Source: an optimization exercise on an open RTL-to-GDS flow (aim: small area and few clock cycles). Production flows keep margins and buffers that such runs may drop. The RTL was checked by simulation tests, not by an equivalence proof against the original design.

## flow/standard.sh

```bash
#!/bin/bash
# synth_recipe.tcl (not shown) runs the flow's synth.tcl, then flattens the netlist and writes it again
# the make line also repeats each setting of config.mk as NAME=value (left out here)
make -C /OpenROAD-flow-scripts/flow DESIGN_CONFIG=/design/flow/config.mk WORK_HOME=/design/flow/orfs CLKGATE_MAP_FILE= SYNTH_SCRIPT=/design/flow/synth_recipe.tcl "${@:-finish}"
```

## flow/flow/abc_map.script

```
&get -n
&st
&dch
&nf -R 1000
&put
```

## flow/flow/run.sh

```bash
#!/bin/bash
# Layout flow: the standard flow (standard.sh), with one change in
# synthesis: ABC maps the logic with an area-oriented script (flow/abc_map.script)
# in place of ORFS's. Registers, naming and every later step are the standard ones.
# Logs: synth.log (synthesis), layout.log (floorplan to final), and ORFS's own
# logs under orfs/logs/.
set -euo pipefail
W=$(pwd)
rm -rf "$W/scripts_abc"
mkdir -p "$W/scripts_abc"
cp -r "$FLOW_HOME/scripts/." "$W/scripts_abc/"
cp "$W/flow/abc_map.script" "$W/scripts_abc/abc_area.script"
cp "$W/flow/abc_map.script" "$W/scripts_abc/abc_speed.script"
SCRIPTS_DIR="$W/scripts_abc" bash "$W/standard.sh" synth > "$W/synth.log" 2>&1
bash "$W/standard.sh" > "$W/layout.log" 2>&1
```

## flow/constraint.sdc

```tcl
create_clock -name core_clock -period 12.0 [get_ports {clk}]
set_input_delay 2.4000 -clock core_clock [delete_from_list [all_inputs] [get_ports {clk}]]
set_output_delay 2.4000 -clock core_clock [all_outputs]
set_load 0.01 [all_outputs]
```

## flow/config.mk

```make
export PLATFORM = sky130hd
export DESIGN_NAME = chisel_aes_core
export DESIGN_NICKNAME = chisel_aes_core
export VERILOG_FILES = /design/flow/design.v
export SDC_FILE = /design/flow/constraint.sdc
export NUM_CORES = 8
export LEC_CHECK = 0
export CAP_MARGIN = 20
export CORE_MARGIN = 2
export CORE_UTILIZATION = 55
export PLACE_DENSITY = 0.7
export SLEW_MARGIN = 20
```

## flow/design.v

```verilog
module aes_sbox (input wire [7:0] a, output wire [7:0] y);
    wire L0, L1, L10, L11, L12, L13, L14, L15, L16, L17, L18, L19, L2, L20, L21, L22, L23, L24, L25, L26, L27, L28, L29, L3, L4, L5, L6, L7, L8, L9, M1, M10, M11, M12, M13, M14, M15, M16, M17, M18, M19, M2, M20, M21, M22, M23, M24, M25, M26, M27, M28, M29, M3, M30, M31, M32, M33, M34, M35, M36, M37, M38, M39, M4, M40, M41, M42, M43, M44, M45, M46, M47, M48, M49, M5, M50, M51, M52, M53, M54, M55, M56, M57, M58, M59, M6, M60, M61, M62, M63, M7, M8, M9, S0, S1, S2, S3, S4, S5, S6, S7, T1, T10, T11, T12, T13, T14, T15, T16, T17, T18, T19, T2, T20, T21, T22, T23, T24, T25, T26, T27, T3, T4, T5, T6, T7, T8, T9;
    wire U0 = a[7];
    wire U1 = a[6];
    wire U2 = a[5];
    wire U3 = a[4];
    wire U4 = a[3];
    wire U5 = a[2];
    wire U6 = a[1];
    wire U7 = a[0];
    assign T1 = U0 ^ U3;
    assign T2 = U0 ^ U5;
    assign T3 = U0 ^ U6;
    assign T4 = U3 ^ U5;
    assign T5 = U4 ^ U6;
    assign T6 = T1 ^ T5;
    assign T7 = U1 ^ U2;
    assign T8 = U7 ^ T6;
    assign T9 = U7 ^ T7;
    assign T10 = T6 ^ T7;
    assign T11 = U1 ^ U5;
    assign T12 = U2 ^ U5;
    assign T13 = T3 ^ T4;
    assign T14 = T6 ^ T11;
    assign T15 = T5 ^ T11;
    assign T16 = T5 ^ T12;
    assign T17 = T9 ^ T16;
    assign T18 = U3 ^ U7;
    assign T19 = T7 ^ T18;
    assign T20 = T1 ^ T19;
    assign T21 = U6 ^ U7;
    assign T22 = T7 ^ T21;
    assign T23 = T2 ^ T22;
    assign T24 = T2 ^ T10;
    assign T25 = T20 ^ T17;
    assign T26 = T3 ^ T16;
    assign T27 = T1 ^ T12;
    assign M1 = T13 & T6;
    assign M2 = T23 & T8;
    assign M3 = T14 ^ M1;
    assign M4 = T19 & U7;
    assign M5 = M4 ^ M1;
    assign M6 = T3 & T16;
    assign M7 = T22 & T9;
    assign M8 = T26 ^ M6;
    assign M9 = T20 & T17;
    assign M10 = M9 ^ M6;
    assign M11 = T1 & T15;
    assign M12 = T4 & T27;
    assign M13 = M12 ^ M11;
    assign M14 = T2 & T10;
    assign M15 = M14 ^ M11;
    assign M16 = M3 ^ M2;
    assign M17 = M5 ^ T24;
    assign M18 = M8 ^ M7;
    assign M19 = M10 ^ M15;
    assign M20 = M16 ^ M13;
    assign M21 = M17 ^ M15;
    assign M22 = M18 ^ M13;
    assign M23 = M19 ^ T25;
    assign M24 = M22 ^ M23;
    assign M25 = M22 & M20;
    assign M26 = M21 ^ M25;
    assign M27 = M20 ^ M21;
    assign M28 = M23 ^ M25;
    assign M29 = M28 & M27;
    assign M30 = M26 & M24;
    assign M31 = M20 & M23;
    assign M32 = M27 & M31;
    assign M33 = M27 ^ M25;
    assign M34 = M21 & M22;
    assign M35 = M24 & M34;
    assign M36 = M24 ^ M25;
    assign M37 = M21 ^ M29;
    assign M38 = M32 ^ M33;
    assign M39 = M23 ^ M30;
    assign M40 = M35 ^ M36;
    assign M41 = M38 ^ M40;
    assign M42 = M37 ^ M39;
    assign M43 = M37 ^ M38;
    assign M44 = M39 ^ M40;
    assign M45 = M42 ^ M41;
    assign M46 = M44 & T6;
    assign M47 = M40 & T8;
    assign M48 = M39 & U7;
    assign M49 = M43 & T16;
    assign M50 = M38 & T9;
    assign M51 = M37 & T17;
    assign M52 = M42 & T15;
    assign M53 = M45 & T27;
    assign M54 = M41 & T10;
    assign M55 = M44 & T13;
    assign M56 = M40 & T23;
    assign M57 = M39 & T19;
    assign M58 = M43 & T3;
    assign M59 = M38 & T22;
    assign M60 = M37 & T20;
    assign M61 = M42 & T1;
    assign M62 = M45 & T4;
    assign M63 = M41 & T2;
    assign L0 = M61 ^ M62;
    assign L1 = M50 ^ M56;
    assign L2 = M46 ^ M48;
    assign L3 = M47 ^ M55;
    assign L4 = M54 ^ M58;
    assign L5 = M49 ^ M61;
    assign L6 = M62 ^ L5;
    assign L7 = M46 ^ L3;
    assign L8 = M51 ^ M59;
    assign L9 = M52 ^ M53;
    assign L10 = M53 ^ L4;
    assign L11 = M60 ^ L2;
    assign L12 = M48 ^ M51;
    assign L13 = M50 ^ L0;
    assign L14 = M52 ^ M61;
    assign L15 = M55 ^ L1;
    assign L16 = M56 ^ L0;
    assign L17 = M57 ^ L1;
    assign L18 = M58 ^ L8;
    assign L19 = M63 ^ L4;
    assign L20 = L0 ^ L1;
    assign L21 = L1 ^ L7;
    assign L22 = L3 ^ L12;
    assign L23 = L18 ^ L2;
    assign L24 = L15 ^ L9;
    assign L25 = L6 ^ L10;
    assign L26 = L7 ^ L9;
    assign L27 = L8 ^ L10;
    assign L28 = L11 ^ L14;
    assign L29 = L11 ^ L17;
    assign S0 = L6 ^ L24;
    assign S1 = ~(L16 ^ L26);
    assign S2 = ~(L19 ^ L28);
    assign S3 = L6 ^ L21;
    assign S4 = L20 ^ L22;
    assign S5 = L25 ^ L29;
    assign S6 = ~(L13 ^ L27);
    assign S7 = ~(L6 ^ L23);
    assign y = {S0, S1, S2, S3, S4, S5, S6, S7};
endmodule
module aes_sbox_ed (input wire [7:0] a, input wire d, output wire [7:0] y);
    function [7:0] ainv(input [7:0] x);
        integer i;
        for (i = 0; i < 8; i = i + 1)
            ainv[i] = x[(i + 2) % 8] ^ x[(i + 5) % 8] ^ x[(i + 7) % 8];
    endfunction
    wire [7:0] u = d ? (ainv(a) ^ 8'h05) : a;
    wire L0, L1, L10, L11, L12, L13, L14, L15, L16, L17, L18, L19, L2, L20, L21, L22, L23, L24, L25, L26, L27, L28, L29, L3, L4, L5, L6, L7, L8, L9, M1, M10, M11, M12, M13, M14, M15, M16, M17, M18, M19, M2, M20, M21, M22, M23, M24, M25, M26, M27, M28, M29, M3, M30, M31, M32, M33, M34, M35, M36, M37, M38, M39, M4, M40, M41, M42, M43, M44, M45, M46, M47, M48, M49, M5, M50, M51, M52, M53, M54, M55, M56, M57, M58, M59, M6, M60, M61, M62, M63, M7, M8, M9, S0, S1, S2, S3, S4, S5, S6, S7, T1, T10, T11, T12, T13, T14, T15, T16, T17, T18, T19, T2, T20, T21, T22, T23, T24, T25, T26, T27, T3, T4, T5, T6, T7, T8, T9;
    wire U0 = u[7];
    wire U1 = u[6];
    wire U2 = u[5];
    wire U3 = u[4];
    wire U4 = u[3];
    wire U5 = u[2];
    wire U6 = u[1];
    wire U7 = u[0];
    assign T1 = U0 ^ U3;
    assign T2 = U0 ^ U5;
    assign T3 = U0 ^ U6;
    assign T4 = U3 ^ U5;
    assign T5 = U4 ^ U6;
    assign T6 = T1 ^ T5;
    assign T7 = U1 ^ U2;
    assign T8 = U7 ^ T6;
    assign T9 = U7 ^ T7;
    assign T10 = T6 ^ T7;
    assign T11 = U1 ^ U5;
    assign T12 = U2 ^ U5;
    assign T13 = T3 ^ T4;
    assign T14 = T6 ^ T11;
    assign T15 = T5 ^ T11;
    assign T16 = T5 ^ T12;
    assign T17 = T9 ^ T16;
    assign T18 = U3 ^ U7;
    assign T19 = T7 ^ T18;
    assign T20 = T1 ^ T19;
    assign T21 = U6 ^ U7;
    assign T22 = T7 ^ T21;
    assign T23 = T2 ^ T22;
    assign T24 = T2 ^ T10;
    assign T25 = T20 ^ T17;
    assign T26 = T3 ^ T16;
    assign T27 = T1 ^ T12;
    assign M1 = T13 & T6;
    assign M2 = T23 & T8;
    assign M3 = T14 ^ M1;
    assign M4 = T19 & U7;
    assign M5 = M4 ^ M1;
    assign M6 = T3 & T16;
    assign M7 = T22 & T9;
    assign M8 = T26 ^ M6;
    assign M9 = T20 & T17;
    assign M10 = M9 ^ M6;
    assign M11 = T1 & T15;
    assign M12 = T4 & T27;
    assign M13 = M12 ^ M11;
    assign M14 = T2 & T10;
    assign M15 = M14 ^ M11;
    assign M16 = M3 ^ M2;
    assign M17 = M5 ^ T24;
    assign M18 = M8 ^ M7;
    assign M19 = M10 ^ M15;
    assign M20 = M16 ^ M13;
    assign M21 = M17 ^ M15;
    assign M22 = M18 ^ M13;
    assign M23 = M19 ^ T25;
    assign M24 = M22 ^ M23;
    assign M25 = M22 & M20;
    assign M26 = M21 ^ M25;
    assign M27 = M20 ^ M21;
    assign M28 = M23 ^ M25;
    assign M29 = M28 & M27;
    assign M30 = M26 & M24;
    assign M31 = M20 & M23;
    assign M32 = M27 & M31;
    assign M33 = M27 ^ M25;
    assign M34 = M21 & M22;
    assign M35 = M24 & M34;
    assign M36 = M24 ^ M25;
    assign M37 = M21 ^ M29;
    assign M38 = M32 ^ M33;
    assign M39 = M23 ^ M30;
    assign M40 = M35 ^ M36;
    assign M41 = M38 ^ M40;
    assign M42 = M37 ^ M39;
    assign M43 = M37 ^ M38;
    assign M44 = M39 ^ M40;
    assign M45 = M42 ^ M41;
    assign M46 = M44 & T6;
    assign M47 = M40 & T8;
    assign M48 = M39 & U7;
    assign M49 = M43 & T16;
    assign M50 = M38 & T9;
    assign M51 = M37 & T17;
    assign M52 = M42 & T15;
    assign M53 = M45 & T27;
    assign M54 = M41 & T10;
    assign M55 = M44 & T13;
    assign M56 = M40 & T23;
    assign M57 = M39 & T19;
    assign M58 = M43 & T3;
    assign M59 = M38 & T22;
    assign M60 = M37 & T20;
    assign M61 = M42 & T1;
    assign M62 = M45 & T4;
    assign M63 = M41 & T2;
    assign L0 = M61 ^ M62;
    assign L1 = M50 ^ M56;
    assign L2 = M46 ^ M48;
    assign L3 = M47 ^ M55;
    assign L4 = M54 ^ M58;
    assign L5 = M49 ^ M61;
    assign L6 = M62 ^ L5;
    assign L7 = M46 ^ L3;
    assign L8 = M51 ^ M59;
    assign L9 = M52 ^ M53;
    assign L10 = M53 ^ L4;
    assign L11 = M60 ^ L2;
    assign L12 = M48 ^ M51;
    assign L13 = M50 ^ L0;
    assign L14 = M52 ^ M61;
    assign L15 = M55 ^ L1;
    assign L16 = M56 ^ L0;
    assign L17 = M57 ^ L1;
    assign L18 = M58 ^ L8;
    assign L19 = M63 ^ L4;
    assign L20 = L0 ^ L1;
    assign L21 = L1 ^ L7;
    assign L22 = L3 ^ L12;
    assign L23 = L18 ^ L2;
    assign L24 = L15 ^ L9;
    assign L25 = L6 ^ L10;
    assign L26 = L7 ^ L9;
    assign L27 = L8 ^ L10;
    assign L28 = L11 ^ L14;
    assign L29 = L11 ^ L17;
    assign S0 = L6 ^ L24;
    assign S1 = ~(L16 ^ L26);
    assign S2 = ~(L19 ^ L28);
    assign S3 = L6 ^ L21;
    assign S4 = L20 ^ L22;
    assign S5 = L25 ^ L29;
    assign S6 = ~(L13 ^ L27);
    assign S7 = ~(L6 ^ L23);
    wire [7:0] s = {S0, S1, S2, S3, S4, S5, S6, S7};
    assign y = d ? ainv(s ^ 8'h63) : s;
endmodule
module chisel_aes_core (
    input  wire         clk,
    input  wire         rst,         
    input  wire         in_valid,
    output wire         in_ready,
    input  wire         in_rekey,
    input  wire [1:0]   in_ksize,
    input  wire [255:0] in_key,
    input  wire         in_dir,      
    input  wire [127:0] in_data,
    output wire         out_valid,
    output wire [127:0] out_data
);
    reg          run;        
    reg          kpass;      
    reg  [3:0]   cnt;        
    reg          save;       
    reg  [1:0]   ksize_q;
    reg          dir_q;      
    reg          lastdir;    
    reg  [127:0] st;
    reg  [255:0] kw;
    reg  [255:0] ks_save;
    wire [3:0] nlast = (ksize_q == 2'd0) ? 4'd10 : (ksize_q == 2'd1) ? 4'd12 : 4'd14;
    wire last = (cnt == nlast);
    wire bwd = run & dir_q;
    reg  s_en, s_at2, s_rot, z0;
    reg  [7:0] rc;
    always @(*) begin
        s_en = 1'b0; s_at2 = 1'b0; s_rot = 1'b0; z0 = 1'b0; rc = 8'h00;
        case ({ksize_q, bwd, cnt})
            {2'd0, 1'b0, 4'd1}: begin s_en = 1'b1; s_at2 = 1'b0; s_rot = 1'b1; z0 = 1'b0; rc = 8'h01; end
            {2'd0, 1'b0, 4'd2}: begin s_en = 1'b1; s_at2 = 1'b0; s_rot = 1'b1; z0 = 1'b0; rc = 8'h02; end
            {2'd0, 1'b0, 4'd3}: begin s_en = 1'b1; s_at2 = 1'b0; s_rot = 1'b1; z0 = 1'b0; rc = 8'h04; end
            {2'd0, 1'b0, 4'd4}: begin s_en = 1'b1; s_at2 = 1'b0; s_rot = 1'b1; z0 = 1'b0; rc = 8'h08; end
            {2'd0, 1'b0, 4'd5}: begin s_en = 1'b1; s_at2 = 1'b0; s_rot = 1'b1; z0 = 1'b0; rc = 8'h10; end
            {2'd0, 1'b0, 4'd6}: begin s_en = 1'b1; s_at2 = 1'b0; s_rot = 1'b1; z0 = 1'b0; rc = 8'h20; end
            {2'd0, 1'b0, 4'd7}: begin s_en = 1'b1; s_at2 = 1'b0; s_rot = 1'b1; z0 = 1'b0; rc = 8'h40; end
            {2'd0, 1'b0, 4'd8}: begin s_en = 1'b1; s_at2 = 1'b0; s_rot = 1'b1; z0 = 1'b0; rc = 8'h80; end
            {2'd0, 1'b0, 4'd9}: begin s_en = 1'b1; s_at2 = 1'b0; s_rot = 1'b1; z0 = 1'b0; rc = 8'h1b; end
            {2'd0, 1'b0, 4'd10}: begin s_en = 1'b1; s_at2 = 1'b0; s_rot = 1'b1; z0 = 1'b0; rc = 8'h36; end
            {2'd0, 1'b1, 4'd1}: begin s_en = 1'b1; s_at2 = 1'b0; s_rot = 1'b1; z0 = 1'b0; rc = 8'h1b; end
            {2'd0, 1'b1, 4'd2}: begin s_en = 1'b1; s_at2 = 1'b0; s_rot = 1'b1; z0 = 1'b0; rc = 8'h80; end
            {2'd0, 1'b1, 4'd3}: begin s_en = 1'b1; s_at2 = 1'b0; s_rot = 1'b1; z0 = 1'b0; rc = 8'h40; end
            {2'd0, 1'b1, 4'd4}: begin s_en = 1'b1; s_at2 = 1'b0; s_rot = 1'b1; z0 = 1'b0; rc = 8'h20; end
            {2'd0, 1'b1, 4'd5}: begin s_en = 1'b1; s_at2 = 1'b0; s_rot = 1'b1; z0 = 1'b0; rc = 8'h10; end
            {2'd0, 1'b1, 4'd6}: begin s_en = 1'b1; s_at2 = 1'b0; s_rot = 1'b1; z0 = 1'b0; rc = 8'h08; end
            {2'd0, 1'b1, 4'd7}: begin s_en = 1'b1; s_at2 = 1'b0; s_rot = 1'b1; z0 = 1'b0; rc = 8'h04; end
            {2'd0, 1'b1, 4'd8}: begin s_en = 1'b1; s_at2 = 1'b0; s_rot = 1'b1; z0 = 1'b0; rc = 8'h02; end
            {2'd0, 1'b1, 4'd9}: begin s_en = 1'b1; s_at2 = 1'b0; s_rot = 1'b1; z0 = 1'b0; rc = 8'h01; end
            {2'd0, 1'b1, 4'd10}: begin s_en = 1'b1; s_at2 = 1'b0; s_rot = 1'b1; z0 = 1'b0; rc = 8'h00; end
            {2'd1, 1'b0, 4'd1}: begin s_en = 1'b1; s_at2 = 1'b1; s_rot = 1'b1; z0 = 1'b0; rc = 8'h01; end
            {2'd1, 1'b0, 4'd3}: begin s_en = 1'b1; s_at2 = 1'b0; s_rot = 1'b1; z0 = 1'b0; rc = 8'h02; end
            {2'd1, 1'b0, 4'd4}: begin s_en = 1'b1; s_at2 = 1'b1; s_rot = 1'b1; z0 = 1'b0; rc = 8'h04; end
            {2'd1, 1'b0, 4'd6}: begin s_en = 1'b1; s_at2 = 1'b0; s_rot = 1'b1; z0 = 1'b0; rc = 8'h08; end
            {2'd1, 1'b0, 4'd7}: begin s_en = 1'b1; s_at2 = 1'b1; s_rot = 1'b1; z0 = 1'b0; rc = 8'h10; end
            {2'd1, 1'b0, 4'd9}: begin s_en = 1'b1; s_at2 = 1'b0; s_rot = 1'b1; z0 = 1'b0; rc = 8'h20; end
            {2'd1, 1'b0, 4'd10}: begin s_en = 1'b1; s_at2 = 1'b1; s_rot = 1'b1; z0 = 1'b0; rc = 8'h40; end
            {2'd1, 1'b0, 4'd12}: begin s_en = 1'b1; s_at2 = 1'b0; s_rot = 1'b1; z0 = 1'b0; rc = 8'h80; end
            {2'd1, 1'b1, 4'd1}: begin s_en = 1'b1; s_at2 = 1'b1; s_rot = 1'b1; z0 = 1'b0; rc = 8'h80; end
            {2'd1, 1'b1, 4'd2}: begin s_en = 1'b1; s_at2 = 1'b0; s_rot = 1'b1; z0 = 1'b0; rc = 8'h40; end
            {2'd1, 1'b1, 4'd4}: begin s_en = 1'b1; s_at2 = 1'b1; s_rot = 1'b1; z0 = 1'b0; rc = 8'h20; end
            {2'd1, 1'b1, 4'd5}: begin s_en = 1'b1; s_at2 = 1'b0; s_rot = 1'b1; z0 = 1'b0; rc = 8'h10; end
            {2'd1, 1'b1, 4'd7}: begin s_en = 1'b1; s_at2 = 1'b1; s_rot = 1'b1; z0 = 1'b0; rc = 8'h08; end
            {2'd1, 1'b1, 4'd8}: begin s_en = 1'b1; s_at2 = 1'b0; s_rot = 1'b1; z0 = 1'b0; rc = 8'h04; end
            {2'd1, 1'b1, 4'd10}: begin s_en = 1'b1; s_at2 = 1'b1; s_rot = 1'b1; z0 = 1'b0; rc = 8'h02; end
            {2'd1, 1'b1, 4'd11}: begin s_en = 1'b1; s_at2 = 1'b0; s_rot = 1'b1; z0 = 1'b0; rc = 8'h01; end
            {2'd2, 1'b0, 4'd1}: begin s_en = 1'b0; s_at2 = 1'b0; s_rot = 1'b0; z0 = 1'b1; rc = 8'h00; end
            {2'd2, 1'b0, 4'd2}: begin s_en = 1'b1; s_at2 = 1'b0; s_rot = 1'b1; z0 = 1'b0; rc = 8'h01; end
            {2'd2, 1'b0, 4'd3}: begin s_en = 1'b1; s_at2 = 1'b0; s_rot = 1'b0; z0 = 1'b0; rc = 8'h00; end
            {2'd2, 1'b0, 4'd4}: begin s_en = 1'b1; s_at2 = 1'b0; s_rot = 1'b1; z0 = 1'b0; rc = 8'h02; end
            {2'd2, 1'b0, 4'd5}: begin s_en = 1'b1; s_at2 = 1'b0; s_rot = 1'b0; z0 = 1'b0; rc = 8'h00; end
            {2'd2, 1'b0, 4'd6}: begin s_en = 1'b1; s_at2 = 1'b0; s_rot = 1'b1; z0 = 1'b0; rc = 8'h04; end
            {2'd2, 1'b0, 4'd7}: begin s_en = 1'b1; s_at2 = 1'b0; s_rot = 1'b0; z0 = 1'b0; rc = 8'h00; end
            {2'd2, 1'b0, 4'd8}: begin s_en = 1'b1; s_at2 = 1'b0; s_rot = 1'b1; z0 = 1'b0; rc = 8'h08; end
            {2'd2, 1'b0, 4'd9}: begin s_en = 1'b1; s_at2 = 1'b0; s_rot = 1'b0; z0 = 1'b0; rc = 8'h00; end
            {2'd2, 1'b0, 4'd10}: begin s_en = 1'b1; s_at2 = 1'b0; s_rot = 1'b1; z0 = 1'b0; rc = 8'h10; end
            {2'd2, 1'b0, 4'd11}: begin s_en = 1'b1; s_at2 = 1'b0; s_rot = 1'b0; z0 = 1'b0; rc = 8'h00; end
            {2'd2, 1'b0, 4'd12}: begin s_en = 1'b1; s_at2 = 1'b0; s_rot = 1'b1; z0 = 1'b0; rc = 8'h20; end
            {2'd2, 1'b0, 4'd13}: begin s_en = 1'b1; s_at2 = 1'b0; s_rot = 1'b0; z0 = 1'b0; rc = 8'h00; end
            {2'd2, 1'b0, 4'd14}: begin s_en = 1'b1; s_at2 = 1'b0; s_rot = 1'b1; z0 = 1'b0; rc = 8'h40; end
            {2'd2, 1'b1, 4'd1}: begin s_en = 1'b1; s_at2 = 1'b0; s_rot = 1'b1; z0 = 1'b0; rc = 8'h40; end
            {2'd2, 1'b1, 4'd2}: begin s_en = 1'b1; s_at2 = 1'b0; s_rot = 1'b0; z0 = 1'b0; rc = 8'h00; end
            {2'd2, 1'b1, 4'd3}: begin s_en = 1'b1; s_at2 = 1'b0; s_rot = 1'b1; z0 = 1'b0; rc = 8'h20; end
            {2'd2, 1'b1, 4'd4}: begin s_en = 1'b1; s_at2 = 1'b0; s_rot = 1'b0; z0 = 1'b0; rc = 8'h00; end
            {2'd2, 1'b1, 4'd5}: begin s_en = 1'b1; s_at2 = 1'b0; s_rot = 1'b1; z0 = 1'b0; rc = 8'h10; end
            {2'd2, 1'b1, 4'd6}: begin s_en = 1'b1; s_at2 = 1'b0; s_rot = 1'b0; z0 = 1'b0; rc = 8'h00; end
            {2'd2, 1'b1, 4'd7}: begin s_en = 1'b1; s_at2 = 1'b0; s_rot = 1'b1; z0 = 1'b0; rc = 8'h08; end
            {2'd2, 1'b1, 4'd8}: begin s_en = 1'b1; s_at2 = 1'b0; s_rot = 1'b0; z0 = 1'b0; rc = 8'h00; end
            {2'd2, 1'b1, 4'd9}: begin s_en = 1'b1; s_at2 = 1'b0; s_rot = 1'b1; z0 = 1'b0; rc = 8'h04; end
            {2'd2, 1'b1, 4'd10}: begin s_en = 1'b1; s_at2 = 1'b0; s_rot = 1'b0; z0 = 1'b0; rc = 8'h00; end
            {2'd2, 1'b1, 4'd11}: begin s_en = 1'b1; s_at2 = 1'b0; s_rot = 1'b1; z0 = 1'b0; rc = 8'h02; end
            {2'd2, 1'b1, 4'd12}: begin s_en = 1'b1; s_at2 = 1'b0; s_rot = 1'b0; z0 = 1'b0; rc = 8'h00; end
            {2'd2, 1'b1, 4'd13}: begin s_en = 1'b1; s_at2 = 1'b0; s_rot = 1'b1; z0 = 1'b0; rc = 8'h01; end
            {2'd2, 1'b1, 4'd14}: begin s_en = 1'b0; s_at2 = 1'b0; s_rot = 1'b0; z0 = 1'b1; rc = 8'h00; end
            default: ;
        endcase
    end
    wire [127:0] nw;
    wire [255:0] nwin;
    aes_kstep u_kstep (
        .win(kw), .nk(ksize_q), .bwd(bwd),
        .s_en(s_en), .s_at2(s_at2), .s_rot(s_rot), .z0(z0), .rc(rc),
        .nw(nw), .nwin(nwin)
    );
    wire [127:0] rnd_out;
    aes_round u_round (
        .x(st), .kd(kw[127:0] & {128{dir_q}}), .ke(nw & {128{~dir_q}}),
        .dec(dir_q), .last(last), .y(rnd_out)
    );
    wire done  = run & last;
    wire kdone = kpass & last;
    wire free  = ~(run | kpass) | done;      
    wire kstart = free & in_valid & in_rekey & in_dir;
    assign in_ready  = (free & ~(in_rekey & in_dir)) | kdone;
    reg          out_v;
    reg  [127:0] out_q;
    assign out_valid = out_v;
    assign out_data  = out_q;
    always @(posedge clk) begin
        out_v <= done & ~rst;
        out_q <= rnd_out;
    end
    wire accept = in_valid & in_ready;
    wire [31:0] k0 = in_key[31:0],    k1 = in_key[63:32],   k2 = in_key[95:64],   k3 = in_key[127:96];
    wire [31:0] k4 = in_key[159:128], k5 = in_key[191:160], k6 = in_key[223:192], k7 = in_key[255:224];
    wire [255:0] kload = (in_ksize == 2'd1) ? {k3, k2, k1, k0, k5 ^ k4, k4 ^ k3, k5 ^ k4, k4}
                                            : {k3, k2, k1, k0, k7 ^ k6, k6 ^ k5, k5 ^ k4, k4};
    wire same = (in_dir == (done ? dir_q : lastdir));
    wire [255:0] kw_acc = kdone ? nwin :
                          in_rekey ? kload :
                          same ? ks_save :
                          done ? nwin : kw;
    always @(posedge clk)
        st <= accept ? (in_data ^ kw_acc[255:128]) : rnd_out;
    always @(posedge clk) begin
        if (rst) begin
            run   <= 1'b0;
            kpass <= 1'b0;
        end else begin
            save <= 1'b0;
            if (save)
                ks_save <= kw;
            if (run | kpass) begin
                kw  <= nwin;
                cnt <= cnt + 4'd1;
            end
            if (done) begin
                run     <= 1'b0;
                lastdir <= dir_q;
            end
            if (kdone)
                kpass <= 1'b0;
            if (kstart) begin
                kpass   <= 1'b1;
                cnt     <= 4'd1;
                ksize_q <= in_ksize;
                kw      <= kload;
            end
            if (accept) begin
                run   <= 1'b1;
                cnt   <= 4'd1;
                dir_q <= in_dir;
                kw    <= kw_acc;
                save  <= kdone | in_rekey | ~same;
                if (in_rekey & ~kdone)
                    ksize_q <= in_ksize;
            end
        end
    end
endmodule
module aes_round (
    input  wire [127:0] x,
    input  wire [127:0] kd,      
    input  wire [127:0] ke,      
    input  wire         dec,
    input  wire         last,
    output wire [127:0] y
);
    function [7:0] xt(input [7:0] b);
        xt = {b[6:0], 1'b0} ^ (b[7] ? 8'h1b : 8'h00);
    endfunction
    wire [127:0] t;
    genvar r, c;
    generate
        for (c = 0; c < 4; c = c + 1) begin : g_sr
            for (r = 0; r < 4; r = r + 1) begin : g_row
                assign t[8*(r + 4*c) +: 8] = dec ? x[8*(r + 4*((c + 4 - r) % 4)) +: 8]
                                                 : x[8*(r + 4*((c + r) % 4)) +: 8];
            end
        end
    endgenerate
    wire [127:0] s;
    generate
        for (c = 0; c < 16; c = c + 1) begin : g_sb
            aes_sbox_ed u_sb (.a(t[8*c +: 8]), .d(dec), .y(s[8*c +: 8]));
        end
    endgenerate
    wire [127:0] z  = s ^ kd;
    wire         pe = dec & ~last;
    wire [127:0] y_mc;
    wire [127:0] z2;
    generate
        for (c = 0; c < 4; c = c + 1) begin : g_col
            wire [7:0] a0 = z[32*c +: 8], a1 = z[32*c + 8 +: 8];
            wire [7:0] a2 = z[32*c + 16 +: 8], a3 = z[32*c + 24 +: 8];
            wire [7:0] q0 = xt(xt(a0 ^ a2)) & {8{pe}};
            wire [7:0] q1 = xt(xt(a1 ^ a3)) & {8{pe}};
            wire [7:0] b0 = a0 ^ q0, b1 = a1 ^ q1, b2 = a2 ^ q0, b3 = a3 ^ q1;
            assign z2[32*c +: 32] = {b3, b2, b1, b0};
            wire [7:0] d0 = b0 ^ b1, d1 = b1 ^ b2, d2 = b2 ^ b3, d3 = b3 ^ b0;
            assign y_mc[32*c +: 32] = {xt(d3) ^ d1 ^ b0, xt(d2) ^ d0 ^ b3,
                                       xt(d1) ^ d3 ^ b2, xt(d0) ^ d2 ^ b1};
        end
    endgenerate
    assign y = (last ? z2 : y_mc) ^ ke;
endmodule
module aes_kstep (
    input  wire [255:0] win,
    input  wire [1:0]   nk,
    input  wire         bwd,
    input  wire         s_en,    
    input  wire         s_at2,   
    input  wire         s_rot,   
    input  wire         z0,      
    input  wire [7:0]   rc,
    output wire [127:0] nw,
    output wire [255:0] nwin
);
    wire [31:0] w0 = win[31:0],    w1 = win[63:32],   w2 = win[95:64],   w3 = win[127:96];
    wire [31:0] w4 = win[159:128], w5 = win[191:160], w6 = win[223:192], w7 = win[255:224];
    wire n4 = (nk == 2'd0), n6 = (nk == 2'd1);
    wire off4 = bwd ? ~(n4 | n6) : n4;
    wire [31:0] b0 = off4 ? w4 : n6 ? w2 : w0;
    wire [31:0] b1 = off4 ? w5 : n6 ? w3 : w1;
    wire [31:0] b2 = off4 ? w6 : n6 ? w4 : w2;
    wire [31:0] b3 = off4 ? w7 : n6 ? w5 : w3;
    wire [31:0] y3 = b2, y2 = b1, y1 = b0;
    wire [31:0] y0 = n4 ? (b3 ^ b2) : n6 ? w1 : w3;
    wire [31:0] s_in = bwd ? (s_at2 ? y2 : y0) : (s_at2 ? (b1 ^ b0 ^ w7) : w7);
    wire [31:0] s_sub;
    genvar g;
    generate
        for (g = 0; g < 4; g = g + 1) begin : g_sb
            aes_sbox u_sb (.a(s_in[8*g +: 8]), .y(s_sub[8*g +: 8]));
        end
    endgenerate
    wire [31:0] s = s_rot ? ({s_sub[7:0], s_sub[31:8]} ^ {24'h0, rc}) : s_sub;
    wire sub0 = s_en & ~s_at2, sub2 = s_en & s_at2;
    wire [31:0] n0 = b0 ^ (z0 ? 32'h0 : sub0 ? s : bwd ? y0 : w7);
    wire [31:0] n1 = b1 ^ (bwd ? y1 : n0);
    wire [31:0] n2 = b2 ^ (sub2 ? s : bwd ? y2 : n1);
    wire [31:0] n3 = b3 ^ (bwd ? y3 : n2);
    assign nw   = {n3, n2, n1, n0};
    assign nwin = bwd ? {win[127:0], nw} : {nw, win[255:128]};
endmodule
```

==> results_tabular.tex, run 1 <==
\begin{tabular}{lr}
\hline
Metric & Value \\
\hline
\multicolumn{2}{l}{\textbf{Global routing}} \\
\quad Number of global-route vias before repair & approximately 75000 \\
\quad Largest net degree at the start of global routing & $\sim$180 \\
\quad GRT Total Usage & a little under half \\
\quad First-pass GRT wire length & a little under 500 mm \\
\quad Initial antenna violation count & 12 \\
\quad Overall overflow remaining after global route & 0 \\
\multicolumn{2}{l}{\textbf{Timing}} \\
\quad Setup repair after global routing missed its margin & no \\
\quad Worst Clk Skew & $\sim$29 ps \\
\quad Setup TNS after final layout & 0 ps \\
\quad Final critical-path required period & 11200 ps \\
\quad Peak clock frequency supported by timing & about 89 MHz \\
\quad Number of max-slew violations in the final report & 0 \\
\quad Worst Max-Slew Pin Slew & 1370 ps \\
\quad Final setup violation count & 0 \\
\quad Final hold viol count & 0 \\
\quad Period Utilization, post-route & 93.3\% \\
\quad Slew margin rel. & $\sim$8.7\% \\
\multicolumn{2}{l}{\textbf{Placement}} \\
\quad \# port buffers & 520 \\
\quad Routability congestion estimate & roughly 1.1 \\
\quad Final HPWL DP & about 260 mm \\
\quad Area of placed instances & 86600 µm² \\
\multicolumn{2}{l}{\textbf{Synthesis}} \\
\quad Area of the mapped netlist & around 76000 µm² \\
\quad Cell count after synthesis & approximately 9500 \\
\quad Share of synthesized cell area in and, or, nand and nor gates & 14.4\% \\
\quad Proportion of synthesized flip-flops having asynchronous set or reset & 0\% \\
\quad Synth cell types & approximately 50 \\
\quad Net count after synthesis & 9894 \\
\quad Proportion of synthesized chip area in sequential cells & between 20\% and 30\% \\
\quad Synth Area in Compound Gates & 19.0\% \\
\quad Mux share of post-synthesis cell area & 0.986\% \\
\quad Top-area cell type share of the netlist area & roughly a quarter \\
\quad Fraction of the mapped netlist area in adder cells & less than 1\% \\
\quad Primary FF master, synth & edfxtp\_1 \\
\quad Top area cells in the synthesized netlist & xnor2\_1 (24\%), edfxtp\_1 (20\%), xor2\_1 (13\%) \\
\quad Syn Area/Cell & $\sim$8.1 µm² \\
\quad Total of flip-flops plus latches after synthesis & 780 \\
\quad Number of synthesized flops with an enable pin & 521 \\
\quad Count of synthesis-stage warnings from yosys & 3 \\
\quad Post-synthesis xor/xnor area fraction & between 30\% and 40\% \\
\quad Combinational family with the most area after synthesis & XOR/XNOR gates \\
\quad Synth area leader & xnor2\_1 \\
\multicolumn{2}{l}{\textbf{Clock tree}} \\
\quad TritonCTS clock tree & done \\
\quad Number of buffers created by CTS & between 90 and 100 \\
\quad CTS H-tree lvls & 3 \\
\quad Total number of clock tree sinks & 780 \\
\quad Clock Path Buffers & 3 \\
\quad Buffer type at the clock tree root & clkbuf\_16 \\
\quad Insertion delay to the later sink of the worst-skew pair & 750 ps \\
\quad Clock Pin Slew Worst Setup and Hold Paths & roughly 60 ps \\
\quad Hold bufs inserted after CTS & 0 \\
\multicolumn{2}{l}{\textbf{Worst setup path}} \\
\quad Reg-to-reg setup timing slack & about 800 ps \\
\quad Gate family responsible for the most delay along the worst path & XOR/XNOR gates \\
\quad Worst endpoint required time & roughly 13000 ps \\
\quad Critical path startpoint category & flip-flop \\
\quad Delay of the slowest cell on the worst path & between 800 and 900 ps \\
\quad Category of the most critical setup path & reg -> reg \\
\quad Worst setup EP type & flip-flop \\
\quad CP bufs+invs & 3 \\
\quad Maximum net fanout on the critical path & 23 \\
\quad Critical path arrival & between 10000 and 15000 ps \\
\quad Critical Path Slowest Stage Cell & edfxtp\_1 \\
\multicolumn{2}{l}{\textbf{Drt}} \\
\quad DRC marker count from the first detailed-route iteration & roughly 13000 \\
\quad Routed via count divided by cell count & between 6 and 7 \\
\quad Met2 layer wire length in the routed design & roughly 140 mm \\
\quad Wirelength, routed & 348 mm \\
\quad Drt wl/cell & 28.5 µm \\
\quad Remaining number of nets flagged by the antenna check after routing & 0 \\
\quad Met1 wire length & 122 mm \\
\quad Met3 WL post-DR & $\sim$52 mm \\
\quad Length of the first detailed-routing pass in iterations & 13 \\
\quad Top layer used by detailed routing & met5 \\
\quad Detailed-route via count & roughly 79000 \\
\quad DRC violations left & 0 \\
\multicolumn{2}{l}{\textbf{Die}} \\
\quad Starting utilization of the core area & between 50\% and 60\% \\
\quad Chip Height & 377 µm \\
\quad Overall die width & between 300 and 400 µm \\
\quad Number of rows in the core area & approximately 140 \\
\quad Core area & approximately 140000 µm² \\
\quad Number of primary I/O pins & approximately 520 \\
\quad Die area & 142000 µm² \\
\multicolumn{2}{l}{\textbf{Cells and area}} \\
\quad Share of layout cells above drive strength 1 & a little under 5\% \\
\quad Final layout net count & approximately 11000 \\
\quad Area growth from synthesis to final layout & 17.8\% \\
\quad Final standard cell area without fillers & about 90000 µm² \\
\multicolumn{2}{l}{\textbf{Outcome}} \\
\quad Outcome & complete, no violations \\
\multicolumn{2}{l}{\textbf{Min path}} \\
\quad Worst hold path type & reg -> reg \\
\multicolumn{2}{l}{\textbf{Flow run}} \\
\quad Max\_cap viols & 0 \\
\hline
\end{tabular}
[cell usage in the layout, fill, tap and decap left out, types with 13 or more instances in the layout]
cell type | Yosys | final
o21bai_1 | 42 | 42
nor2b_1 | 72 | 70
nand3_2 | 0 | 13
xnor2_1 | 2078 | 2059
o211ai_1 | 26 | 26
mux2i_1 | 64 | 64
ha_1 | 50 | 49
clkbuf_1 | 0 | 20
xor2_1 | 1157 | 1145
a22oi_1 | 47 | 47
clkdlybuf4s50_1 | 0 | 520
a221oi_1 | 130 | 130
a31oi_1 | 98 | 97
nand2b_1 | 72 | 71
a211o_1 | 29 | 29
a21oi_1 | 669 | 663
clkbuf_8 | 0 | 14
clkinv_1 | 73 | 72
clkinv_2 | 0 | 14
and2_0 | 29 | 25
a221o_1 | 13 | 13
a222oi_1 | 42 | 42
buf_12 | 0 | 17
clkbuf_16 | 0 | 98
edfxtp_1 | 521 | 521
xnor2_2 | 0 | 18
nand2_1 | 1183 | 1170
buf_4 | 0 | 237
o31ai_1 | 26 | 22
a211oi_1 | 56 | 56
o21a_1 | 57 | 57
o21ai_1 | 0 | 39
o21ai_0 | 959 | 915
dfxtp_1 | 259 | 259
or2_0 | 16 | 14
nor2_1 | 1312 | 1301
nand3_1 | 61 | 47
a21boi_0 | 34 | 30
o22ai_1 | 203 | 202
[timing repair]
action                     4_1_cts  5_1_grt
setup buffers                    0        2
hold endpoints to repair         0        0
setup endpoints to repair        0       16
resized for setup                0        5
[worst paths after layout]
path,start,endpoint,depth (start not counted)
min,kpass$_SDFFE_PP0P_,kpass$_SDFFE_PP0P_,2
max,cnt[2]$_SDFFCE_PP0P_,st[119]$_DFF_P_,40
min reg2reg,kpass$_SDFFE_PP0P_,kpass$_SDFFE_PP0P_,2
max reg2reg,cnt[2]$_SDFFCE_PP0P_,st[119]$_DFF_P_,40
[worst register-to-register path, delay by kind of cell, from the launching register on]
kind / cells / cell delay, ps
buffers and inverters: 3 / 1160
AO/OA/AOI/OAI: 11 / 2590
flip-flops: 1 / 850
AND/OR/NAND/NOR: 10 / 1620
XOR/XNOR: 15 / 4610
adder cells (fa/ha/maj): 1 / 240
[sequential cells by signal, indices dropped and copies added (netlist names)]
name and flops:
ks_save 256, kw 256, out_q 128, st 128
cnt 4, ksize_q 2, dir_q 1, kpass 1
lastdir 1, out_v 1, run 1, save 1
[metrics by stage]
step           util, %  hold WS (ps)  std cells  worst slack [ps]
2_1_floorplan        -           453       9453            -20040
3_3_place_gp      62.9           479      12000               657
3_5_place_dp      62.9           486      12000               744
4_1_cts           65.3           492      12200               613
5_1_grt           65.4           529      12200               178
6_report          65.4           493      12200               799
[cell usage after synthesis (13+ instances only)]
library cell     n
a221o_1         13
nor2_1        1312
clkinv_1        73
ha_1            50
o21ai_0        959
and2_0          29
edfxtp_1       521
o31ai_1         26
a211o_1         29
o22ai_1        203
a21oi_1        669
xnor2_1       2078
nand2_1       1183
a21boi_0        34
nand2b_1        72
o21a_1          57
a211oi_1        56
xor2_1        1157
nor2b_1         72
o211ai_1        26
a222oi_1        42
o21bai_1        42
dfxtp_1        259
a31oi_1         98
nand3_1         61
mux2i_1         64
a22oi_1         47
a221oi_1       130
or2_0           16
[cells by family (layout without fill, tap and decap cells)]
| group | Yosys count | after routing |
|---|---|---|
| AO/OA/AOI/OAI | 2474 | 2474 |
| XOR/XNOR | 3236 | 3236 |
| adder cells (fa/ha/maj) | 50 | 50 |
| buffers and inverters | 73 | 1025 |
| flip-flops | 780 | 780 |
| multiplexers | 74 | 74 |
| other | 0 | 7 |
| AND/OR/NAND/NOR | 2766 | 2766 |
[metal layers]
layer	vias to the layer above	global-route usage (%)
met3	1746	16.8
met1	36700	57.5
met5	-	0
li1	34500	-
met2	6369	68.4
met4	8	34.6
[cell type report]
class                      count  area (µm²)
fill                       11900       47700
sequential                   780       20800
antenna                        7        17.5
multi-input combinational   8600       55900
clock buffer                 132        2720
inverter                      73         284
clock inverter                44         581
tap                         1794        2240
timing repair buffer         776        7380
Testbench counts, summed over its fixed seeds: cycles 19,748.
==> run 2: changes to the inputs <==
--- a/flow/design.v
+++ b/flow/design.v
@@ -138,13 +138,14 @@
     assign S7 = ~(L6 ^ L23);
     assign y = {S0, S1, S2, S3, S4, S5, S6, S7};
 endmodule
-module aes_sbox_ed (input wire [7:0] a, input wire d, output wire [7:0] y);
+module aes_sbox_ed (input wire [7:0] ae, input wire [7:0] ad, input wire d,
+                    input wire [7:0] kd, output wire [7:0] y);
     function [7:0] ainv(input [7:0] x);
         integer i;
         for (i = 0; i < 8; i = i + 1)
             ainv[i] = x[(i + 2) % 8] ^ x[(i + 5) % 8] ^ x[(i + 7) % 8];
     endfunction
-    wire [7:0] u = d ? (ainv(a) ^ 8'h05) : a;
+    wire [7:0] u = d ? (ainv(ad) ^ 8'h05) : ae;
     wire L0, L1, L10, L11, L12, L13, L14, L15, L16, L17, L18, L19, L2, L20, L21, L22, L23, L24, L25, L26, L27, L28, L29, L3, L4, L5, L6, L7, L8, L9, M1, M10, M11, M12, M13, M14, M15, M16, M17, M18, M19, M2, M20, M21, M22, M23, M24, M25, M26, M27, M28, M29, M3, M30, M31, M32, M33, M34, M35, M36, M37, M38, M39, M4, M40, M41, M42, M43, M44, M45, M46, M47, M48, M49, M5, M50, M51, M52, M53, M54, M55, M56, M57, M58, M59, M6, M60, M61, M62, M63, M7, M8, M9, S0, S1, S2, S3, S4, S5, S6, S7, T1, T10, T11, T12, T13, T14, T15, T16, T17, T18, T19, T2, T20, T21, T22, T23, T24, T25, T26, T27, T3, T4, T5, T6, T7, T8, T9;
     wire U0 = u[7];
     wire U1 = u[6];
@@ -283,7 +284,7 @@
     assign S6 = ~(L13 ^ L27);
     assign S7 = ~(L6 ^ L23);
     wire [7:0] s = {S0, S1, S2, S3, S4, S5, S6, S7};
-    assign y = d ? ainv(s ^ 8'h63) : s;
+    assign y = d ? (ainv(s ^ 8'h63) ^ kd) : s;
 endmodule
 module chisel_aes_core (
     input  wire         clk,
@@ -392,7 +393,7 @@
     );
     wire [127:0] rnd_out;
     aes_round u_round (
-        .x(st), .kd(kw[127:0] & {128{dir_q}}), .ke(nw & {128{~dir_q}}),
+        .x(st), .kd(kw[127:0]), .ke(nw & {128{~dir_q}}),
         .dec(dir_q), .last(last), .y(rnd_out)
     );
     wire done  = run & last;
@@ -467,23 +468,19 @@
     function [7:0] xt(input [7:0] b);
         xt = {b[6:0], 1'b0} ^ (b[7] ? 8'h1b : 8'h00);
     endfunction
-    wire [127:0] t;
+    wire [127:0] z;
     genvar r, c;
     generate
-        for (c = 0; c < 4; c = c + 1) begin : g_sr
+        for (c = 0; c < 4; c = c + 1) begin : g_col_sb
             for (r = 0; r < 4; r = r + 1) begin : g_row
-                assign t[8*(r + 4*c) +: 8] = dec ? x[8*(r + 4*((c + 4 - r) % 4)) +: 8]
-                                                 : x[8*(r + 4*((c + r) % 4)) +: 8];
+                aes_sbox_ed u_sb (
+                    .ae(x[8*(r + 4*((c + r) % 4)) +: 8]),
+                    .ad(x[8*(r + 4*((c + 4 - r) % 4)) +: 8]),
+                    .d(dec), .kd(kd[8*(r + 4*c) +: 8]), .y(z[8*(r + 4*c) +: 8])
+                );
             end
         end
     endgenerate
-    wire [127:0] s;
-    generate
-        for (c = 0; c < 16; c = c + 1) begin : g_sb
-            aes_sbox_ed u_sb (.a(t[8*c +: 8]), .d(dec), .y(s[8*c +: 8]));
-        end
-    endgenerate
-    wire [127:0] z  = s ^ kd;
     wire         pe = dec & ~last;
     wire [127:0] y_mc;
     wire [127:0] z2;
==> flow/flow/run.sh (replaced) <==
#!/bin/bash
# Layout flow: the standard flow (standard.sh), with two changes:
# - synthesis: ABC maps the logic with an area-oriented script
#   (flow/abc_map.script) in place of ORFS's; registers and naming are the
#   standard ones;
# - placement: every input and output port still gets its buffer, but the
#   smallest buffer cell (buf_1); repair_design resizes it where needed.
# Logs: synth.log (synthesis), layout.log (floorplan to final), and ORFS's own
# logs under orfs/logs/.
set -euo pipefail
W=$(pwd)
export BUFFER_PORTS_ARGS="-buffer_cell sky130_fd_sc_hd__buf_1"
rm -rf "$W/scripts_abc"
mkdir -p "$W/scripts_abc"
cp -r "$FLOW_HOME/scripts/." "$W/scripts_abc/"
cp "$W/flow/abc_map.script" "$W/scripts_abc/abc_area.script"
cp "$W/flow/abc_map.script" "$W/scripts_abc/abc_speed.script"
SCRIPTS_DIR="$W/scripts_abc" bash "$W/standard.sh" synth > "$W/synth.log" 2>&1
bash "$W/standard.sh" > "$W/layout.log" 2>&1
--- a/flow/config.mk
+++ b/flow/config.mk
@@ -8,5 +8,6 @@
 export CAP_MARGIN = 20
 export CORE_MARGIN = 2
 export CORE_UTILIZATION = 55
+export CTS_BUF_LIST = sky130_fd_sc_hd__clkbuf_4 sky130_fd_sc_hd__clkbuf_8
 export PLACE_DENSITY = 0.7
 export SLEW_MARGIN = 20
==> run 2 against run 1 <==
Sequential cell count unchanged. Largest cell class unchanged. Critical path type unchanged. Clock skew up 16 ps. Cell count down 0.57%. Highest routed layer unchanged. Still clean. Non-clock buffer count down 80. Die area down 0.86%.
==> results_tabular.tex, run 2 <==
\begin{tabular}{lr}
\hline
Metric & Value \\
\hline
\multicolumn{2}{l}{\textbf{Timing}} \\
\quad Slew margin rel. & around 5.3\% \\
\quad Worst Max-Slew Pin Slew & 1420 ps \\
\quad Final setup violation count & 0 \\
\quad Period Utilization, post-route & 93.1\% \\
\quad Setup TNS after final layout & 0 ps \\
\quad Setup repair after global routing missed its margin & no \\
\quad Final hold viol count & 0 \\
\quad Number of max-slew violations in the final report & 0 \\
\quad Worst Clk Skew & around 45 ps \\
\quad Peak clock frequency supported by timing & just under 90 MHz \\
\quad Final critical-path required period & $\sim$11000 ps \\
\multicolumn{2}{l}{\textbf{Synthesis}} \\
\quad Proportion of synthesized chip area in sequential cells & approximately 28\% \\
\quad Leading cell types by count after synthesis & xnor2\_1 (2153), nand2\_1 (1294), nor2\_1 (1203), xor2\_1 (1136), o21ai\_0 (946) \\
\quad Share of synthesized cell area in and, or, nand and nor gates & $\sim$15\% \\
\quad Fraction of the mapped netlist area in adder cells & 0.826\% \\
\quad Count of synthesis-stage warnings from yosys & 3 \\
\quad Cell count after synthesis & 9356 \\
\quad Synth Area in Compound Gates & 18.1\% \\
\quad Top-area cell type share of the netlist area & around a quarter \\
\quad Syn Area/Cell & around 8 µm² \\
\quad Cell with the most instances after synthesis & xnor2\_1 \\
\quad Mux share of post-synthesis cell area & less than 1\% \\
\quad Top area cells in the synthesized netlist & xnor2\_1 (25\%), edfxtp\_1 (21\%), xor2\_1 (13\%) \\
\quad Number of synthesized flops with an enable pin & about 520 \\
\quad Net count after synthesis & around 9800 \\
\quad Synth area leader & xnor2\_1 \\
\quad Area of the mapped netlist & approximately 76000 µm² \\
\quad Synth cell types & about 50 \\
\quad Primary FF master, synth & edfxtp\_1 \\
\quad Combinational family with the most area after synthesis & XOR/XNOR gates \\
\quad Post-synthesis xor/xnor area fraction & roughly two fifths \\
\quad Proportion of synthesized flip-flops having asynchronous set or reset & 0\% \\
\quad Total of flip-flops plus latches after synthesis & between 700 and 800 \\
\multicolumn{2}{l}{\textbf{Clock tree}} \\
\quad Insertion delay to the later sink of the worst-skew pair & 970 ps \\
\quad Post-CTS repair timing setup buffer count & 0 \\
\quad Buffer type at the clock tree root & clkbuf\_8 \\
\quad Hold bufs inserted after CTS & 0 \\
\quad Number of instances resized during post-cts repair & 0 \\
\quad Clock Pin Slew Worst Setup and Hold Paths & roughly 60 ps \\
\quad Number of buffers created by CTS & 150 \\
\quad TritonCTS clock tree & done \\
\quad CTS H-tree lvls & 4 \\
\quad Total number of clock tree sinks & 780 \\
\quad Clock Path Buffers & 3 \\
\multicolumn{2}{l}{\textbf{Die}} \\
\quad Core area & roughly 140000 µm² \\
\quad Chip Height & about 370 µm \\
\quad Die area & approximately 140000 µm² \\
\quad Overall die width & approximately 370 µm \\
\quad Number of rows in the core area & roughly 140 \\
\quad Number of primary I/O pins & between 500 and 600 \\
\quad Starting utilization of the core area & between 50\% and 60\% \\
\multicolumn{2}{l}{\textbf{Worst setup path}} \\
\quad Maximum net fanout on the critical path & 42 \\
\quad Worst setup EP type & flip-flop \\
\quad Critical Path Source & ksize\_q[0]\$\_DFFE\_PN\_ \\
\quad Worst endpoint required time & between 10000 and 15000 ps \\
\quad Delay of the slowest cell on the worst path & 840 ps \\
\quad Critical path startpoint category & flip-flop \\
\quad Category of the most critical setup path & reg -> reg \\
\quad Critical Path Slowest Stage Cell & edfxtp\_1 \\
\quad Critical path arrival & 11840 ps \\
\quad Worst R2R Start & ksize\_q[0]\$\_DFFE\_PN\_ \\
\multicolumn{2}{l}{\textbf{Cells and area}} \\
\quad Area taken by multi-input logic gates & approximately 55000 µm² \\
\quad Most frequent cells in the layout & xnor2\_1 (2127), nand2\_1 (1285), nor2\_1 (1192), xor2\_1 (1129), o21ai\_0 (895) \\
\quad Sequential cell area in the final layout & between 20000 and 25000 µm² \\
\quad Area growth from synthesis to final layout & 12.9\% \\
\quad Final layout net count & 10600 \\
\quad Fill cell count & $\sim$12000 \\
\quad Share of layout cells above drive strength 1 & between 5 and 6\% \\
\quad Leading registers by flop count & ks\_save (256), kw (256) \\
\quad Final standard cell area without fillers & approximately 85000 µm² \\
\quad Most common cell after layout, fill and taps aside & xnor2\_1 \\
\multicolumn{2}{l}{\textbf{Flow run}} \\
\quad Max\_cap viols & 0 \\
\multicolumn{2}{l}{\textbf{Min path}} \\
\quad Start point of the worst hold path & kpass\$\_SDFFE\_PP0P\_ \\
\quad Worst hold path type & reg -> reg \\
\multicolumn{2}{l}{\textbf{Global routing}} \\
\quad GRT Total Usage & between 40\% and 50\% \\
\quad Initial antenna violation count & 19 \\
\quad First-pass GRT wire length & 481 mm \\
\quad Largest net degree at the start of global routing & 186 \\
\quad Number of global-route vias before repair & approximately 72000 \\
\quad Overall overflow remaining after global route & 0 \\
\multicolumn{2}{l}{\textbf{Drt}} \\
\quad Wirelength, routed & 336 mm \\
\quad DRC marker count from the first detailed-route iteration & about 11000 \\
\quad Drt wl/cell & $\sim$28 µm \\
\quad Routed via count divided by cell count & 6.32 \\
\quad Length of the first detailed-routing pass in iterations & 10 \\
\quad Detailed-route via count & $\sim$77000 \\
\quad DRC violations left & 0 \\
\quad Remaining number of nets flagged by the antenna check after routing & 0 \\
\multicolumn{2}{l}{\textbf{Placement}} \\
\quad Final HPWL DP & between 200 and 250 mm \\
\quad Routability congestion estimate & 1.07 \\
\quad Area of placed instances & just over 80000 µm² \\
\quad \# port buffers & 520 \\
\multicolumn{2}{l}{\textbf{Outcome}} \\
\quad Outcome & complete, no violations \\
\hline
\end{tabular}
run 2: cell count changes after synthesis, moves of 28 or more:
cell	before	now
nor2_1	1312	1203
xnor2_1	2078	2153
a31oi_1	98	70
nand2_1	1183	1294
nor3_1	7	36
o21bai_1	42	4
mux2i_1	64	30
run 2: final timing paths:
check | endpoint | slack (ps) | depth (start not counted)
worst max-delay path | kw[200]$_DFFE_PP_ | 830 | 41
worst min register to register | kpass$_SDFFE_PP0P_ | 490 | 2
worst max register to register | kw[200]$_DFFE_PP_ | 830 | 41
worst min-delay path | kpass$_SDFFE_PP0P_ | 490 | 2
run 2: stage by stage:
step           hold slack, ps  worst slack (ps)  utilization (%)  std cells
2_1_floorplan             453            -35950                -       9356
3_3_place_gp              473              1290             59.9      11800
6_report                  495               826             62.4      12100
3_5_place_dp              480              1280             59.9      11800
4_1_cts                   491              1250             62.4      12100
5_1_grt                   505              63.0             62.4      12100
run 2: area by class of cell:
cell class | instances | area share (%)
inverter | 68 | 0.300
sequential | 780 | 24.4
clock inverter | 61 | 0.801
tap | 1794 | 2.63
multi-input combinational | 8508 | 64.6
timing repair buffer | 696 | 4.08
antenna | 11 | 0.0322
clock buffer | 219 | 3.22
run 2: critical path, delay by kind of cell (launching register included):
kind	cells	cell delay [ps]
XOR/XNOR	16	4810
AO/OA/AOI/OAI	10	2560
AND/OR/NAND/NOR	12	1330
buffers and inverters	2	950
flip-flops	1	840
adder cells (fa/ha/maj)	1	340
run 2: routing by layer:
layer / up-vias / track usage (%) / wire length (µm)
li1: 34100 / - / -
met1: 35900 / 58.8 / 126000
met2: 5462 / 67.9 / 140000
met3: 1212 / 14.3 / 46000
met4: 20 / 28.0 / 23700
met5: - / 0 / 169
run 2: logic make-up (layout without fill, tap and decap cells):
group	count (synthesis)	in the layout
xor+xnor	3291	3291
compound gates	2355	2355
simple gates	2773	2773
flops	780	780
fa+ha+maj	50	50
other cells	0	11
buf+inv	68	1044
mux	39	39
Testbench counts of run 2, summed over its fixed seeds: cycles 19,748.
==> run 3: changes to the inputs <==
--- a/flow/design.v
+++ b/flow/design.v
@@ -385,12 +385,12 @@
         endcase
     end
     wire [127:0] nw;
-    wire [255:0] nwin;
     aes_kstep u_kstep (
         .win(kw), .nk(ksize_q), .bwd(bwd),
         .s_en(s_en), .s_at2(s_at2), .s_rot(s_rot), .z0(z0), .rc(rc),
-        .nw(nw), .nwin(nwin)
+        .nw(nw)
     );
+    wire [255:0] nwin = bwd ? {kw[127:0], nw} : {nw, kw[255:128]};
     wire [127:0] rnd_out;
     aes_round u_round (
         .x(st), .kd(kw[127:0]), .ke(nw & {128{~dir_q}}),
@@ -508,8 +508,7 @@
     input  wire         s_rot,   
     input  wire         z0,      
     input  wire [7:0]   rc,
-    output wire [127:0] nw,
-    output wire [255:0] nwin
+    output wire [127:0] nw
 );
     wire [31:0] w0 = win[31:0],    w1 = win[63:32],   w2 = win[95:64],   w3 = win[127:96];
     wire [31:0] w4 = win[159:128], w5 = win[191:160], w6 = win[223:192], w7 = win[255:224];
@@ -535,6 +534,5 @@
     wire [31:0] n1 = b1 ^ (bwd ? y1 : n0);
     wire [31:0] n2 = b2 ^ (sub2 ? s : bwd ? y2 : n1);
     wire [31:0] n3 = b3 ^ (bwd ? y3 : n2);
-    assign nw   = {n3, n2, n1, n0};
-    assign nwin = bwd ? {win[127:0], nw} : {nw, win[255:128]};
+    assign nw = {n3, n2, n1, n0};
 endmodule
==> flow/flow/abc_map.script (replaced) <==
&get -n
&st
&dch
&nf -R 1000
&put
&get -n
&st
&dch
&nf -R 1000
&put
&get -n
&st
&dch
&nf -R 1000
&put
==> flow/config.mk (replaced) <==
export PLATFORM = sky130hd
export DESIGN_NAME = chisel_aes_core
export DESIGN_NICKNAME = chisel_aes_core
export VERILOG_FILES = /design/flow/design.v
export SDC_FILE = /design/flow/constraint.sdc
export NUM_CORES = 8
export LEC_CHECK = 0
export ABC_AREA = 1
export CAP_MARGIN = 10
export CORE_MARGIN = 2
export CORE_UTILIZATION = 55
export CTS_BUF_LIST = sky130_fd_sc_hd__clkbuf_8
export CTS_CLUSTER_SIZE = 24
export PLACE_DENSITY = 0.7
export SLEW_MARGIN = 10
==> run 3 against run 2 <==
Register-to-register slack got worse by 190 ps. Largest cell class unchanged. Area after synthesis fell by 0.28%. Worst hold slack improved by 26 ps.
==> results_tabular.tex, run 3 <==
\begin{tabular}{lr}
\hline
Metric & Value \\
\hline
\multicolumn{2}{l}{\textbf{Drt}} \\
\quad Length of the first detailed-routing pass in iterations & 9 \\
\quad Remaining number of nets flagged by the antenna check after routing & 0 \\
\quad DRC marker count from the first detailed-route iteration & between 10000 and 15000 \\
\quad Routed via count divided by cell count & around 6.5 \\
\quad Detailed-route via count & between 70000 and 80000 \\
\quad DRC violations left & 0 \\
\quad Wirelength, routed & approximately 360 mm \\
\quad Drt wl/cell & about 30 µm \\
\multicolumn{2}{l}{\textbf{Placement}} \\
\quad Routability congestion estimate & about 1.1 \\
\quad Worst Setup Slack post-DPL & around 1100 ps \\
\quad Cell count after placement & approximately 12000 \\
\quad Final HPWL DP & approximately 260 mm \\
\quad \# port buffers & 520 \\
\multicolumn{2}{l}{\textbf{Min path}} \\
\quad Worst hold path type & reg -> reg \\
\multicolumn{2}{l}{\textbf{Synthesis}} \\
\quad Area of the mapped netlist & 75500 µm² \\
\quad Total of flip-flops plus latches after synthesis & 780 \\
\quad Proportion of synthesized chip area in sequential cells & between 20\% and 30\% \\
\quad Top area cells in the synthesized netlist & xnor2\_1 (25\%), edfxtp\_1 (21\%), xor2\_1 (12\%) \\
\quad Primary FF master, synth & edfxtp\_1 \\
\quad Number of synthesized flops with an enable pin & about 520 \\
\quad Top-area cell type share of the netlist area & 25.2\% \\
\quad Count of synthesis-stage warnings from yosys & 3 \\
\quad Proportion of synthesized flip-flops having asynchronous set or reset & 0\% \\
\quad Leading cell types by count after synthesis & xnor2\_1 (2172), nor2\_1 (1220), nand2\_1 (1082), xor2\_1 (1057), a21oi\_1 (866) \\
\quad Cell count after synthesis & 9290 \\
\quad Cell with the most instances after synthesis & xnor2\_1 \\
\quad Syn Area/Cell & between 8 and 9 µm² \\
\quad Synth area leader & xnor2\_1 \\
\quad Net count after synthesis & between 9000 and 10000 \\
\quad Synth cell types & 54 \\
\multicolumn{2}{l}{\textbf{Worst setup path}} \\
\quad Critical Path Source & dir\_q\$\_DFFE\_PP\_ \\
\quad Depth of the critical timing path with buffers and inverters included & 34 \\
\quad Worst setup EP type & flip-flop \\
\quad Worst endpoint required time & $\sim$13000 ps \\
\quad Count of cells along the worst register-to-register path & 34 \\
\quad Gate family responsible for the most delay along the worst path & XOR/XNOR gates \\
\quad Critical path startpoint category & flip-flop \\
\quad Delay of the slowest cell on the worst path & around 630 ps \\
\quad CP bufs+invs & 2 \\
\quad Critical path arrival & 12220 ps \\
\quad Critical Path Slowest Stage Cell & buf\_12 \\
\quad Worst R2R Start & dir\_q\$\_DFFE\_PP\_ \\
\quad Worst flop-to-flop path endpoint & st[76]\$\_DFF\_P\_ \\
\quad Endpoint of the most critical setup path & st[76]\$\_DFF\_P\_ \\
\quad Reg-to-reg setup timing slack & roughly 640 ps \\
\quad Category of the most critical setup path & reg -> reg \\
\quad Maximum net fanout on the critical path & between 150 and 200 \\
\quad CP most frequent cell & xor2\_1 \\
\multicolumn{2}{l}{\textbf{Flow run}} \\
\quad Max\_cap viols & 0 \\
\multicolumn{2}{l}{\textbf{Clock tree}} \\
\quad Number of buffers created by CTS & approximately 150 \\
\quad CTS H-tree lvls & 4 \\
\quad Post-CTS repair timing setup buffer count & 0 \\
\quad TritonCTS clock tree & done \\
\quad Clock Path Buffers & 3 \\
\quad Total number of clock tree sinks & 780 \\
\quad Number of instances resized during post-cts repair & 0 \\
\quad Clock Pin Slew Worst Setup and Hold Paths & around 60 ps \\
\quad Insertion delay to the later sink of the worst-skew pair & roughly 960 ps \\
\quad Hold bufs inserted after CTS & 0 \\
\quad Buffer type at the clock tree root & clkbuf\_8 \\
\multicolumn{2}{l}{\textbf{Die}} \\
\quad Chip Height & $\sim$370 µm \\
\quad Core area & $\sim$140000 µm² \\
\quad Die area & between 100000 and 150000 µm² \\
\quad Number of primary I/O pins & $\sim$520 \\
\quad Starting utilization of the core area & 55.6\% \\
\quad Number of rows in the core area & approximately 140 \\
\quad Overall die width & 374 µm \\
\multicolumn{2}{l}{\textbf{Global routing}} \\
\quad Largest net degree at the start of global routing & 177 \\
\quad Number of global-route vias before repair & about 73000 \\
\quad GRT Total Usage & approximately 49\% \\
\quad First-pass GRT wire length & slightly above 500 mm \\
\quad Overall overflow remaining after global route & 0 \\
\quad Initial antenna violation count & 18 \\
\multicolumn{2}{l}{\textbf{Timing}} \\
\quad Least setup slack across all paths after layout & between 600 and 700 ps \\
\quad Setup TNS after final layout & 0 ps \\
\quad Final hold viol count & 0 \\
\quad Final critical-path required period & between 10000 and 15000 ps \\
\quad Slew margin rel. & under 10\% \\
\quad Number of max-slew violations in the final report & 0 \\
\quad Worst Max-Slew Pin Slew & approximately 1400 ps \\
\quad Period Utilization, post-route & between 90\% and 100\% \\
\quad Final setup violation count & 0 \\
\quad Peak clock frequency supported by timing & 88.0 MHz \\
\quad Worst Clk Skew & 71.7 ps \\
\quad Setup repair after global routing missed its margin & no \\
\multicolumn{2}{l}{\textbf{Cells and area}} \\
\quad Final layout net count & approximately 11000 \\
\quad Leading registers by flop count & ks\_save (256), kw (256) \\
\quad Share of layout cells above drive strength 1 & 5.19\% \\
\quad Most frequent cells in the layout & xnor2\_1 (2159), nor2\_1 (1211), nand2\_1 (1071), xor2\_1 (1046), a21oi\_1 (851) \\
\quad Cell Count, Final, Fillers Out & $\sim$12000 \\
\quad Most common cell after layout, fill and taps aside & xnor2\_1 \\
\quad Area growth from synthesis to final layout & 12.8\% \\
\multicolumn{2}{l}{\textbf{Outcome}} \\
\quad Outcome & complete, no violations \\
\hline
\end{tabular}
## run 3: layout make-up
cell class,instances,area (µm²)
Inverter,87,327
Sequential cell,780,20800
Tap cell,1781,2230
Multi-Input combinational cell,8423,55100
Timing Repair Buffer,714,3660
Clock buffer,172,2370
Antenna cell,11,27.5
Fill cell,12300,50600
Clock inverter,104,673
## run 3: cells by family (layout without fill, tap and decap cells)
kind of cell | Yosys count | count (layout) | share of synthesized area (%)
flops | 780 | 780 | 27.6
mux | 78 | 78 | 1.05
other cells | 0 | 11 | 0
xor+xnor | 3230 | 3230 | 37.5
simple gates | 2659 | 2659 | 14.2
compound gates | 2406 | 2406 | 18.4
fa+ha+maj | 50 | 50 | 0.829
buf+inv | 87 | 1077 | 0.433
## run 3: worst min path at each step
stage | start | to | slack (ps) | cells past startpoint
floorplan | kpass$_SDFFE_PP0P_ | kpass$_SDFFE_PP0P_ | 460 | 2
global placement | kpass$_SDFFE_PP0P_ | kpass$_SDFFE_PP0P_ | 510 | 2
detailed placement | kpass$_SDFFE_PP0P_ | kpass$_SDFFE_PP0P_ | 510 | 2
CTS | kpass$_SDFFE_PP0P_ | kpass$_SDFFE_PP0P_ | 520 | 2
global route | ks_save[115]$_DFFE_PP_ | kw[115]$_DFFE_PP_ | 550 | 1
finish | kpass$_SDFFE_PP0P_ | kpass$_SDFFE_PP0P_ | 520 | 2
## run 3: worst reg2reg max path: cells and delay by family, from the launching register on
family | cells | cell delay (ps)
AOI/OAI and AO/OA | 7 | 2430
buffers and inverters | 2 | 1230
DFF | 1 | 440
xor gates and xnor gates | 18 | 6280
and+or+nand+nor | 6 | 750
adders and majority gates | 1 | 210
## run 3: metrics by stage
stage	cell area [µm²]	utilization, %	hold slack, ps
final	85200	62.7	521
after global placement	82100	60.5	507
after CTS	85100	62.7	517
after floorplan	75900	-	462
after detailed placement	82100	60.5	506
after global routing	85200	62.7	552
## run 3: metal layers
| layer | share of wire [%] | vias up | GRT usage, % |
|---|---|---|---|
| met1 | 36 | 36600 | 61.8 |
| li1 | - | 34000 | - |
| met5 | 0.036 | - | 0 |
| met2 | 39 | 6567 | 68.3 |
| met4 | 8.6 | 14 | 34.5 |
| met3 | 16 | 1592 | 18.1 |
Testbench counts of run 3, summed over its fixed seeds: cycles 19,748.

## re-timing with driven ports
How much do the figures lean on ideal ports? The routed layouts below were timed once more, with nothing changed but the port constraints.
Step 1 sets driving cells, clkbuf_16 on the clock port and buf_2 on the other inputs (assumed; they add their load-dependent delay and slew).
Step 2 also shifts input and output timing later by t, the mid clock arrival at the registers, as if the neighbouring blocks saw the same clock.
Three values: ideal, step 1, step 2; two values: the first two.
run | shift t [ns] | setup WS [ns] | clock arrival spread, ns | cell pins on the clock port's net
run 1 | 0.814 | 0.799 / 0.799 / 0.799 | 0.029 / 0.029 | 1
run 2 | 1.035 | 0.826 / 0.826 / 0.826 | 0.044 / 0.045 | 1
run 3 | 1.007 | 0.635 / 0.635 / 0.635 | 0.072 / 0.072 | 1
After both steps setup and hold are still met in every run listed.
